Context: an optimization exercise on an open-source flow, tuned for small area, a short achievable clock period and few clock cycles per item. The choices shown serve that exercise and are no tape-out recipe.
Where RTL was checked, it was by simulation tests only, not by an equivalence proof against the original.

==> inputs of run K <==
==> flow/design.v (excerpt) <==
module aes_dp (
  input  wire         clk,
  input  wire         rst,         
  input  wire         in_valid,
  output wire         in_ready,
  input  wire [1:0]   in_op,       
  input  wire         in_key256,   
  input  wire [255:0] in_key,
  input  wire [127:0] in_data,
  output reg          out_valid,
  output wire [127:0] out_data
);
export LEC_CHECK = 0
export CAP_MARGIN = 20
export CORE_MARGIN = 2
export CORE_UTILIZATION = 50
export CTS_CLUSTER_DIAMETER = 80
export CTS_CLUSTER_SIZE = 30
export PLACE_DENSITY = 0.6
export SLEW_MARGIN = 40
create_clock -name core_clock -period 12.0 [get_ports {clk}]
standard.sh (not shown) runs the stock make flow with config.mk's settings and CLKGATE_MAP_FILE= SYNTH_SCRIPT=/design/flow/synth_recipe.tcl, a recipe that flattens the netlist after the stock synthesis.
==> flow/flow/run.sh <==
#!/bin/bash
# The standard layout (the standard.sh: standard synthesis, floorplan,
# placement, CTS, routing) with two changes to how it is made:
# - repair_timing is asked to keep a larger setup margin, so that it sizes
#   and buffers the longest paths further;
# - the buffer that every input and output port gets is a buf_1 rather than
#   the cell buffer_ports picks by default (a delay buffer).
set -euo pipefail
bash standard.sh SETUP_SLACK_MARGIN=7.4 "BUFFER_PORTS_ARGS=-buffer_cell sky130_fd_sc_hd__buf_1" finish > standard.log 2>&1
==> inputs of run Y, as changes to run K <==
--- a/flow/design.v
+++ b/flow/design.v
@@ -196,16 +196,17 @@
   function integer sr_src(input integer p);
     sr_src = (p % 4) + 4 * (((p / 4) + (p % 4)) % 4);
   endfunction
   function integer isr_src(input integer p);
     isr_src = (p % 4) + 4 * (((p / 4) - (p % 4) + 4) % 4);
   endfunction
   reg [127:0] ra, rout;      
   reg [191:0] rb;            
+  reg [127:0] ka;            
   reg [255:0] ks, kw;
   reg [47:0]  kmid;          
   reg         grp;           
   reg [4:0]   gcnt;          
   reg         gdec;          
   reg         g256;          
   reg         s1;            
   reg         pk, pk_dec, pk_ra;    
@@ -218,26 +219,25 @@
   reg [3:0]   gkh;
   reg         kw256;
   reg         kdir_ld;       
   reg         kx_load, ks_swap;
   reg         k1_go, k1_ks, k1_fwd, k1_cv;
   reg [9:0]   k1_p;          
   reg         k2_go, k2_fwd, k2_cv;
   reg [7:0]   k2_rcon;
-  reg         a_act, a_park, a_dec, a_first, a_last, a_kks, a_kkw;
+  reg         a_act, a_park, a_dec, a_first, a_last;
   wire        k1_rot  = k1_p[9];
   wire        k1_tinx = k1_p[8];
   reg         b_dec, b_fin;
   reg         rdy;
   assign in_ready = rdy;
   assign out_data = rout;
   genvar g;
   wire [127:0] mc = {mix_col(ra[127:96]), mix_col(ra[95:64]), mix_col(ra[63:32]), mix_col(ra[31:0])};
-  wire [127:0] ka = ({128{a_kks}} & ks[255:128]) | ({128{a_kkw}} & kw[255:128]);
   wire [127:0] xa = (a_first ? ra : mc) ^ ka;
   wire [127:0] te, td;
   wire [191:0] rb_d;
   generate
     for (g = 0; g < 16; g = g + 1) begin : g_sa
       aes_sb_in u_in (.x(xa[127-8*g -: 8]), .te(te[127-8*g -: 8]), .td(td[127-8*g -: 8]));
     end
     for (g = 0; g < 16; g = g + 1) begin : g_sm
@@ -389,21 +389,24 @@
     end else if (cv_want && !acc_key) begin
       ks_swap_n = cv_swap;
       k1_go_n = cv_k1; k1_ks_n = 1'b1; k1_fwd_n = cv_fwd; k1_cv_n = cv_k1;
       k1_p_n  = kparm(khs_s, cv_fwd, k256);
     end
     last_n = g256_n ? 5'd28 : 5'd20;
     rdy_n  = !pk_n && !pr_n;
   end
+  wire [127:0] ks_h_s = (ks_swap || k2_ks) ? ks[127:0] : ks[255:128];
+  wire [127:0] kw_h_s = kx_load ? ks[255:128] : (k2_kw ? kB : kA);
   wire         ka_ks  = !g_mid_n;
   wire         ka_0   = gdec && (gcnt_c != 5'd1);
   always @(posedge clk) begin
     rb   <= rb_d;
     ra   <= (rdy && !to_rout) ? in_data : (xfer ? rout : v);
+    ka   <= a_park_n ? 128'h0 : (ka_ks ? ks_h_s : (ka_0 ? 128'h0 : kw_h_s));
     if (rdy && to_rout)  rout <= in_data;
     else if (!pr || xfer) rout <= y ^ kb;
     kmid <= kmid_d;
     if (kx_load)    kw <= ks;
     else if (k2_kw) kw <= {kB, k_n};
     if (acc_key)      ks <= in_key;
     else if (ks_swap) ks <= {ks[127:0], ks[255:128]};
     else if (k2_ks)   ks <= {ks[127:0], k_n};
@@ -414,17 +417,16 @@
       pk <= 1'b0; pk_dec <= 1'b0; pk_ra <= 1'b0; pk_ev <= 1'b0;
       pr <= 1'b0; pr_dec <= 1'b0; to_rout <= 1'b0;
       khs <= 4'd1; ksf <= 1'b1; k256 <= 1'b0; kdir_ld <= 1'b0;
       gkh <= 4'd0; kw256 <= 1'b0;
       kx_load <= 1'b0; ks_swap <= 1'b0;
       k1_go <= 1'b0; k1_ks <= 1'b0; k1_fwd <= 1'b0; k1_cv <= 1'b0; k1_p <= 10'd0;
       k2_go <= 1'b0; k2_cv <= 1'b0;
       a_act <= 1'b0; a_park <= 1'b0; a_dec <= 1'b0; a_first <= 1'b0; a_last <= 1'b0;
-      a_kks <= 1'b0; a_kkw <= 1'b0;
       b_dec <= 1'b0; b_fin <= 1'b0;
       rdy <= 1'b1;
       out_valid <= 1'b0;
     end else begin
       grp <= grp_n; gcnt <= gcnt_n; gdec <= gdec_n; g256 <= g256_n; s1 <= s1_n;
       pk <= pk_n; pk_dec <= pk_dec_n; pk_ra <= pk_ra_n; pk_ev <= pk_ev_n;
       pr <= pr_n; pr_dec <= pr_dec_n;
       to_rout <= grp_n && (gcnt_n != 5'd0) && (gcnt_n < last_n - 5'd1);
@@ -437,16 +439,14 @@
       gkh <= gkh_s;
       if (kx_load) kw256 <= k256;
       kx_load <= kx_load_n; ks_swap <= ks_swap_n;
       k1_go <= k1_go_n; k1_ks <= k1_ks_n; k1_fwd <= k1_fwd_n; k1_cv <= k1_cv_n && !acc_key;
       k1_p <= k1_p_n;
       k2_go <= k1_go && !(k1_cv && acc_key); k2_cv <= k1_cv;
       a_act <= a_act_n; a_park <= a_park_n; a_dec <= a_dec_n;
       a_first <= !g_mid_n || (gcnt_c == 5'd1) || a_park_n; a_last <= a_last_n;
-      a_kks <= !a_park_n && ka_ks;
-      a_kkw <= !a_park_n && !ka_ks && !ka_0;
       b_dec <= a_dec && !a_park; b_fin <= a_act && a_last;
       rdy <= rdy_n;
       out_valid <= b_fin;
     end
   end
 endmodule
==> flow/flow/run.sh (replaced) <==
#!/bin/bash
# The standard layout (the standard.sh: standard synthesis, floorplan,
# placement, CTS, routing) with two changes to how it is made:
# - repair_timing is asked to keep a larger setup margin, so that it sizes
#   and buffers the longest paths further;
# - the buffer that every input and output port gets is a buf_2 rather than
#   the cell buffer_ports picks by default (a delay buffer).
set -euo pipefail
bash standard.sh SETUP_SLACK_MARGIN=7.5 "BUFFER_PORTS_ARGS=-buffer_cell sky130_fd_sc_hd__buf_2" finish > standard.log 2>&1
Settings changed: CTS_CLUSTER_DIAMETER 80 to default, CTS_CLUSTER_SIZE 30 to default, TNS_END_PERCENT from default to 0.
==> qor summary <==
Count of inverters other than clock inverters in the layout: run K 172; run Y 307
Number of clock buffers in the layout: run K 101; run Y 204
Run status: run K timing/DRC/antenna clean; run Y timing/DRC/antenna clean
Area used by multi-input combinational logic: run K 70,600 um2; run Y 72,500 um2
Filler Cells Inserted: run K 16,700; run Y 18,100
Layout Nets: run K 12,000; run Y 13,200
Synth top area share: run K 20.0%; run Y 18.8%
Nonclk buf count: run K 1,026; run Y 920
Post-detailed-route wirelength per cell: run K 28.0 um; run Y 28.9 um
Relative area change from synthesis to final layout: run K 17.5%; run Y 16.7%
Syn Nets: run K 11,500; run Y 12,900
CP Data Arrival Time: run K 5.35 ns; run Y 5.25 ns
Placement-stage cell area: run K 100,000 um2; run Y 107,000 um2
Testbench counts of run K, summed over its fixed seeds: cycles 22,591, blocks 1,732.
Testbench counts of run Y, summed over its fixed seeds: cycles 22,591, blocks 1,732.

==> run a <==
aes_dp, a different RTL version from the one above (not shown whole).
==> flow/config.mk <==
export PLATFORM = sky130hd
export DESIGN_NAME = aes_dp
export DESIGN_NICKNAME = aes_dp
export VERILOG_FILES = /design/flow/design.v
export SDC_FILE = /design/flow/constraint.sdc
export NUM_CORES = 8
export LEC_CHECK = 0
export CAP_MARGIN = 20
export CORE_MARGIN = 2
export CORE_UTILIZATION = 65
export PLACE_DENSITY = 0.72
export SLEW_MARGIN = 20
==> flow/constraint.sdc <==
create_clock -name core_clock -period 12.0 [get_ports {clk}]
set_input_delay 2.4000 -clock core_clock [delete_from_list [all_inputs] [get_ports {clk}]]
set_output_delay 2.4000 -clock core_clock [all_outputs]
set_load 0.01 [all_outputs]
==> flow/flow/run.sh <==
#!/bin/bash
# The standard layout (the standard.sh: standard synthesis, floorplan,
# placement, CTS, routing) with repair_timing asked to keep a larger setup
# margin, so that it sizes and buffers the longest paths further.
set -euo pipefail
bash standard.sh SETUP_SLACK_MARGIN=7.5 finish > standard.log 2>&1
==> run b (differences from run a) <==
--- a/flow/design.v
+++ b/flow/design.v
@@ -196,75 +196,77 @@
   function integer sr_src(input integer p);
     sr_src = (p % 4) + 4 * (((p / 4) + (p % 4)) % 4);
   endfunction
   function integer isr_src(input integer p);
     isr_src = (p % 4) + 4 * (((p / 4) - (p % 4) + 4) % 4);
   endfunction
-  reg [127:0] ra, rout;      
+  reg [127:0] ra, rout;
   reg [191:0] rb;            
-  reg [127:0] ka;            
   reg [255:0] ks, kw;
   reg [47:0]  kmid;          
   reg         grp;           
   reg [4:0]   gcnt;          
   reg         gdec;          
   reg         g256;          
   reg         s1;            
   reg         pk, pk_dec, pk_ra;    
-  reg         pk_ev;         
   reg         kraw;          
   reg         kdir;          
   reg         k256;
   reg         kw_cur;        
   reg [3:0]   khp;           
   reg         kfwd;          
   reg         kw256;
   reg         kx_load, kx_swap, kx_cmt;
   reg         k1_go, k1_ks, k1_fwd, k1_cmt, k1_cdir;
   reg         k2_go, k2_fwd, k2_cmt, k2_cdir;
   reg [7:0]   k2_rcon;
-  reg         a_act, a_park, a_dec, a_first, a_last;
-  reg         k1_rot, k1_tinx;
-  reg         b_dec, b_fin;
+  reg         a_act, a_byp, a_dec, a_selks, a_usekw, a_last;
+  reg         b_byp, b_dec, b_fin;
   reg         rdy;
   assign in_ready = rdy;
   assign out_data = rout;
   genvar g;
-  wire [127:0] mc = {mix_col(ra[127:96]), mix_col(ra[95:64]), mix_col(ra[63:32]), mix_col(ra[31:0])};
-  wire [127:0] xa = (a_first ? ra : mc) ^ ka;
+  wire [127:0] key_a = ({128{a_selks}} & ks[255:128]) | ({128{a_usekw}} & kw[255:128]);
+  wire [127:0] xa = ra ^ key_a;
   wire [127:0] te, td;
   wire [191:0] rb_d;
   generate
     for (g = 0; g < 16; g = g + 1) begin : g_sa
       aes_sb_in u_in (.x(xa[127-8*g -: 8]), .te(te[127-8*g -: 8]), .td(td[127-8*g -: 8]));
     end
     for (g = 0; g < 16; g = g + 1) begin : g_sm
-      wire [7:0]  t_d = (a_park && (g % 4 != 0)) ? td[127-8*g -: 8] : td[127-8*isr_src(g) -: 8];
-      wire [7:0]  t   = a_dec ? t_d : te[127-8*sr_src(g) -: 8];
-      aes_sb_mid u_mid (.t(t), .r(rb_d[191-12*g -: 12]));
+      wire [7:0]  t = a_dec ? td[127-8*isr_src(g) -: 8] : te[127-8*sr_src(g) -: 8];
+      wire [11:0] r;
+      aes_sb_mid u_mid (.t(t), .r(r));
+      assign rb_d[191-12*g -: 12] = a_byp ? {ra[127-8*g -: 8], 4'h0} : r;
     end
   endgenerate
-  wire [127:0] ye, yd;
+  wire [127:0] ye, yd, rb_byp;
   generate
     for (g = 0; g < 16; g = g + 1) begin : g_sb
       aes_sb_out u_out (.r(rb[191-12*g -: 12]), .ye(ye[127-8*g -: 8]), .yd(yd[127-8*g -: 8]));
+      assign rb_byp[127-8*g -: 8] = rb[191-12*g -: 8];
     end
   endgenerate
   wire [127:0] kb = kw[127:0];
   wire [127:0] qd = yd ^ kb;
   wire [127:0] y  = b_dec ? yd : ye;
   wire [127:0] pq = {pre_col(qd[127:96]), pre_col(qd[95:64]), pre_col(qd[63:32]), pre_col(qd[31:0])};
   wire [127:0] v  = b_dec ? pq : ye;
+  wire [127:0] m  = {mix_col(v[127:96]), mix_col(v[95:64]), mix_col(v[63:32]), mix_col(v[31:0])};
   function automatic [7:0] rcon_for(input [3:0] khp_i, input fwd, input aes256);
     reg [4:0] kh, t;
     begin
       kh = {1'b0, khp_i} - 5'd1;
       t  = fwd ? kh + 5'd2 : (aes256 ? kh : kh - 5'd1);
       rcon_for = !aes256 ? rcon_of(t[3:0]) : (t[0] ? 8'h00 : rcon_of({1'b0, t[3:1]}));
     end
   endfunction
+  wire         k1_rot  = k1_ks || !kw256 || khp[0];
+  wire         k1_tinx = !k1_fwd && !kw256;
   wire [127:0] k1_b    = k1_ks ? ks[127:0] : kw[127:0];
   wire [31:0]  k_tin   = k1_tinx ? (k1_b[31:0] ^ k1_b[63:32]) : k1_b[31:0];
   wire [31:0]  k_rin   = k1_rot ? {k_tin[23:0], k_tin[31:24]} : k_tin;
   wire [7:0]   k1_rcon = k1_ks ? rcon_for(4'd1, 1'b1, k256) : rcon_for(khp, k1_fwd, kw256);
   wire [47:0]  kmid_d;
   generate
@@ -313,17 +315,17 @@
       khp_s  = k2_fwd ? khp + 4'd1 : khp - 4'd1;
     end
   end
   wire [3:0] nrw_s = kw256_s ? 4'd14 : 4'd10;
   reg        grp_n, gdec_n, g256_n, s1_n;
   reg [4:0]  gcnt_n, gcnt_c, last_n;
-  reg        pk_n, pk_dec_n, pk_ra_n, pk_ev_n;
+  reg        pk_n, pk_dec_n, pk_ra_n;
   reg        kx_load_n, kx_swap_n, kx_cmt_n;
   reg        k1_go_n, k1_ks_n, k1_fwd_n, k1_cmt_n;
   reg        cv_go, cv_load, cv_swap, cv_swcmt, cv_k1, cv_fwd, cv_k1cmt;
-  reg        a_act_n, a_park_n, a_dec_n, a_last_n;
+  reg        a_act_n, a_byp_n, a_dec_n, a_selks_n, a_usekw_n, a_last_n;
   reg        rdy_n;
   reg        grp_c, s1_c, g_mid_n, x_join, x_start, p_start, start_n, start_dec;
   always @(*) begin
     cv_load = 1'b0; cv_swap = 1'b0; cv_swcmt = 1'b0; cv_k1 = 1'b0; cv_fwd = 1'b1; cv_k1cmt = 1'b0;
     cv_go = !k1_go && (kraw_s || (pk && (kdir_s != pk_dec)));
     if (!kw_cur_s) begin
@@ -350,34 +352,35 @@
     grp_c   = grp && (gcnt != last);
     gcnt_c  = gcnt + 5'd1;
     s1_c    = (gcnt == 5'd0) ? (acc_blk && (acc_dec == gdec)) : s1;
     g_mid_n = grp_c && (gcnt_c != last);
     x_join  = acc_blk && grp && (gcnt == 5'd0) && (acc_dec == gdec);
     x_start = acc_blk && !g_mid_n && !kraw_s && (kdir_s == acc_dec);
-    p_start = pk && !pk_ra && !pk_ev && !g_mid_n && !kraw_s && (kdir_s == pk_dec);
+    p_start = pk && !pk_ra && !g_mid_n && !kraw_s && (kdir_s == pk_dec);
     start_n = x_start || p_start;
     start_dec = acc_blk ? acc_dec : pk_dec;
-    pk_n = pk; pk_dec_n = pk_dec; pk_ra_n = !pk_ra; pk_ev_n = pk_ra ? pk_ev : !pk_ev;
+    pk_n = pk; pk_dec_n = pk_dec; pk_ra_n = !pk_ra;
     if (acc_blk && !x_join && !x_start) begin
-      pk_n = 1'b1; pk_dec_n = acc_dec; pk_ra_n = 1'b1; pk_ev_n = 1'b1;
+      pk_n = 1'b1; pk_dec_n = acc_dec; pk_ra_n = 1'b1;
     end else if (p_start) begin
       pk_n = 1'b0;
     end
     if (start_n) begin
       grp_n = 1'b1; gcnt_n = 5'd0; gdec_n = start_dec; g256_n = k256; s1_n = 1'b0;
     end else begin
       grp_n = grp_c; gcnt_n = gcnt_c; gdec_n = gdec; g256_n = g256; s1_n = s1_c;
     end
-    a_act_n = 1'b0; a_park_n = pk_n && pk_ra_n; a_dec_n = gdec || a_park_n; a_last_n = 1'b0;
+    a_act_n = 1'b0; a_byp_n = pk_n && pk_ra_n; a_dec_n = gdec;
+    a_selks_n = 1'b0; a_usekw_n = 1'b0; a_last_n = 1'b0;
     if (start_n) begin
-      a_act_n = 1'b1; a_dec_n = start_dec;
+      a_act_n = 1'b1; a_dec_n = start_dec; a_selks_n = 1'b1;
     end else if (g_mid_n) begin
       if (!gcnt_c[0]) begin
-        a_act_n = 1'b1; a_last_n = (gcnt_c == last - 5'd2);
+        a_act_n = 1'b1; a_usekw_n = !gdec; a_last_n = (gcnt_c == last - 5'd2);
       end else if (s1_c) begin
-        a_act_n = 1'b1; a_last_n = (gcnt_c == last - 5'd1);
+        a_act_n = 1'b1; a_usekw_n = !gdec || (gcnt_c == 5'd1); a_last_n = (gcnt_c == last - 5'd1);
       end
     end
     kx_load_n = 1'b0; kx_swap_n = 1'b0; kx_cmt_n = 1'b0;
     k1_go_n = 1'b0; k1_ks_n = 1'b0; k1_fwd_n = 1'b1; k1_cmt_n = 1'b0;
     if (start_n) begin
       kx_load_n = 1'b1;
@@ -390,60 +393,52 @@
       k1_go_n = cv_k1; k1_fwd_n = cv_fwd; k1_cmt_n = cv_k1cmt;
     end
     last_n = g256_n ? 5'd28 : 5'd20;
     rdy_n  = !pk_n && (!grp_n || (gcnt_n == last_n - 5'd1) || (gcnt_n == last_n) ||
                        (!gcnt_n[0] && !s1_n));
   end
-  wire [127:0] ks_h_s = (sw_cmt || k2c) ? kB : ks[255:128];
-  wire [127:0] kw_h_s = kx_load ? ks[255:128] : ((kx_swap || k2_go) ? kB : kA);
-  wire         ka_ks  = !g_mid_n;
-  wire         ka_0   = gdec && (gcnt_c != 5'd1);
   always @(posedge clk) begin
     rb   <= rb_d;
-    ra   <= rdy ? in_data : v;
-    ka   <= a_park_n ? 128'h0 : (ka_ks ? ks_h_s : (ka_0 ? 128'h0 : kw_h_s));
+    ra   <= rdy ? in_data : (b_byp ? rb_byp : m);
     rout <= y ^ kb;
     kmid <= kmid_d;
     if (kx_load)      kw <= ks;
     else if (kx_swap) kw <= {kB, kA};
     else if (k2_go)   kw <= {kB, k_n};
     if (acc_key)     ks <= in_key;
     else if (sw_cmt) ks <= {kB, kA};
     else if (k2c)    ks <= {kB, k_n};
     k2_rcon <= k1_rcon;
     k2_fwd  <= k1_fwd;
     if (rst) begin
       grp <= 1'b0; gcnt <= 5'd0; gdec <= 1'b0; g256 <= 1'b0; s1 <= 1'b0;
-      pk <= 1'b0; pk_dec <= 1'b0; pk_ra <= 1'b0; pk_ev <= 1'b0;
+      pk <= 1'b0; pk_dec <= 1'b0; pk_ra <= 1'b0;
       kraw <= 1'b0; kdir <= 1'b0; k256 <= 1'b0;
       kw_cur <= 1'b0; khp <= 4'd0; kfwd <= 1'b0; kw256 <= 1'b0;
       kx_load <= 1'b0; kx_swap <= 1'b0; kx_cmt <= 1'b0;
       k1_go <= 1'b0; k1_ks <= 1'b0; k1_fwd <= 1'b0; k1_cmt <= 1'b0; k1_cdir <= 1'b0;
       k2_go <= 1'b0; k2_cmt <= 1'b0; k2_cdir <= 1'b0;
-      a_act <= 1'b0; a_park <= 1'b0; a_dec <= 1'b0; a_first <= 1'b0; a_last <= 1'b0;
-      k1_rot <= 1'b0; k1_tinx <= 1'b0;
-      b_dec <= 1'b0; b_fin <= 1'b0;
+      a_act <= 1'b0; a_byp <= 1'b0; a_dec <= 1'b0; a_selks <= 1'b0; a_usekw <= 1'b0; a_last <= 1'b0;
+      b_byp <= 1'b0; b_dec <= 1'b0; b_fin <= 1'b0;
       rdy <= 1'b1;
       out_valid <= 1'b0;
     end else begin
       grp <= grp_n; gcnt <= gcnt_n; gdec <= gdec_n; g256 <= g256_n; s1 <= s1_n;
-      pk <= pk_n; pk_dec <= pk_dec_n; pk_ra <= pk_ra_n; pk_ev <= pk_ev_n;
+      pk <= pk_n; pk_dec <= pk_dec_n; pk_ra <= pk_ra_n;
       if (acc_key) begin
         kraw <= !in_key256; kdir <= 1'b0; k256 <= in_key256;
       end else begin
         kraw <= kraw_s; kdir <= kdir_s;
       end
       kw_cur <= kw_cur_s && !acc_key; khp <= khp_s; kfwd <= kfwd_s; kw256 <= kw256_s;
       kx_load <= kx_load_n; kx_swap <= kx_swap_n; kx_cmt <= kx_cmt_n;
       k1_go <= k1_go_n; k1_ks <= k1_ks_n; k1_fwd <= k1_fwd_n; k1_cmt <= k1_cmt_n;
       k1_cdir <= pk && pk_dec;
       k2_go <= k1_go; k2_cmt <= k1_cmt; k2_cdir <= k1_cdir;
-      a_act <= a_act_n; a_park <= a_park_n; a_dec <= a_dec_n;
-      a_first <= !g_mid_n || (gcnt_c == 5'd1) || a_park_n; a_last <= a_last_n;
-      k1_rot  <= k1_ks_n || !kw256_s || khp_s[0];
-      k1_tinx <= !k1_fwd_n && !kw256_s;
-      b_dec <= a_dec && !a_park; b_fin <= a_act && a_last;
+      a_act <= a_act_n; a_byp <= a_byp_n; a_dec <= a_dec_n;
+      a_selks <= a_selks_n; a_usekw <= a_usekw_n; a_last <= a_last_n;
+      b_byp <= a_byp; b_dec <= a_dec; b_fin <= a_act && a_last;
       rdy <= rdy_n;
       out_valid <= b_fin;
     end
   end
 endmodule
==> flow/flow/run.sh (replaced) <==
#!/bin/bash
# The standard layout (the standard.sh: standard synthesis, floorplan,
# placement, CTS, routing) with repair_timing asked to keep a larger setup
# margin, so that it sizes and buffers the longest paths further.
set -euo pipefail
bash standard.sh SETUP_SLACK_MARGIN=8.0 finish > standard.log 2>&1
==> flow/config.mk (replaced) <==
export PLATFORM = sky130hd
export DESIGN_NAME = aes_dp
export DESIGN_NICKNAME = aes_dp
export VERILOG_FILES = /design/flow/design.v
export SDC_FILE = /design/flow/constraint.sdc
export NUM_CORES = 8
export LEC_CHECK = 0
export CAP_MARGIN = 20
export CORE_MARGIN = 2
export CORE_UTILIZATION = 50
export PLACE_DENSITY = 0.6
export SLEW_MARGIN = 20
==> run c (differences from run a) <==
==> flow/config.mk (replaced) <==
export PLATFORM = sky130hd
export DESIGN_NAME = aes_dp
export DESIGN_NICKNAME = aes_dp
export VERILOG_FILES = /design/flow/design.v
export SDC_FILE = /design/flow/constraint.sdc
export NUM_CORES = 8
export LEC_CHECK = 0
export CAP_MARGIN = 20
export CORE_MARGIN = 2
export CORE_UTILIZATION = 50
export PLACE_DENSITY = 0.6
export SLEW_MARGIN = 20
==> flow_summary.json <==
{
  "outcome": "timing/DRC/antenna clean",
  "dp_hpwl_um": 316000,
  "dp_cells": 14000,
  "worst_path_max_delay_cell": "or4_4",
  "wl_met2_um": 181000,
  "inv_count": 316
}
[end of results for run c]
==> flow_summary.json <==
{
  "outcome": "timing/DRC/antenna clean",
  "dp_cells": 13100,
  "inv_count": 151,
  "hold_start": "a_last",
  "worst_path_max_delay_cell": "xnor3_2",
  "first_pass_iters": 9,
  "wl_met2_um": 193000,
  "nMultiInputCombCells": 8740
}
[end of results for run b]
==> flow_summary.json <==
{
  "outcome": "timing/DRC/antenna clean",
  "viasPerCell": 6.50,
  "globalRouteTotalUtil": 0.484,
  "wl_met2_um": 164000,
  "dp_hpwl_um": 283000,
  "inv_count": 316,
  "dp_cells": 13400,
  "crit_family": "XOR/XNOR gates"
}
[end of results for run a]
Testbench counts of run b, summed over its fixed seeds: cycles 24,681, blocks 1,732.
The RTL of run a and run c was laid out without a check of its function.

## port drivers added, routing unchanged
In the flow no input, the clock included, has a driving cell. The finished layouts below were timed again as built, in two steps.
Step 1 (the two cells are an assumption about what drives the block):
set clk [get_ports {clk}]
set_driving_cell -lib_cell sky130_fd_sc_hd__clkbuf_16 $clk
set_driving_cell -lib_cell sky130_fd_sc_hd__buf_2 [delete_from_list [all_inputs] $clk]
Step 2 times the ports against the registers' clock, not the clock port: input delays grow and output delays shrink by t, the midpoint of the rising clock arrivals with the driver on.
Slacks: ideal / step 1 / step 2; pairs: ideal / step 1.
run	t (ns)	setup WS [ns]	worst hold slack (ns)
run K	0.904	7.309 / 7.309 / 6.838	0.337 / 0.337 / 0.337
run Y	0.932	7.355 / 7.355 / 6.924	0.327 / 0.327 / 0.327
run a	0.887	7.342 / 7.342 / 6.666	0.417 / 0.417 / 0.417
run b	0.917	7.273 / 7.273 / 7.134	0.410 / 0.410 / 0.410
run c	0.920	7.348 / 7.348 / 6.732	0.427 / 0.427 / 0.427
After both steps setup and hold are still met in every run listed. For run a, which loses most, drivers alone change the setup slack by 0.000 ns; drivers and shift together by -0.676 ns.
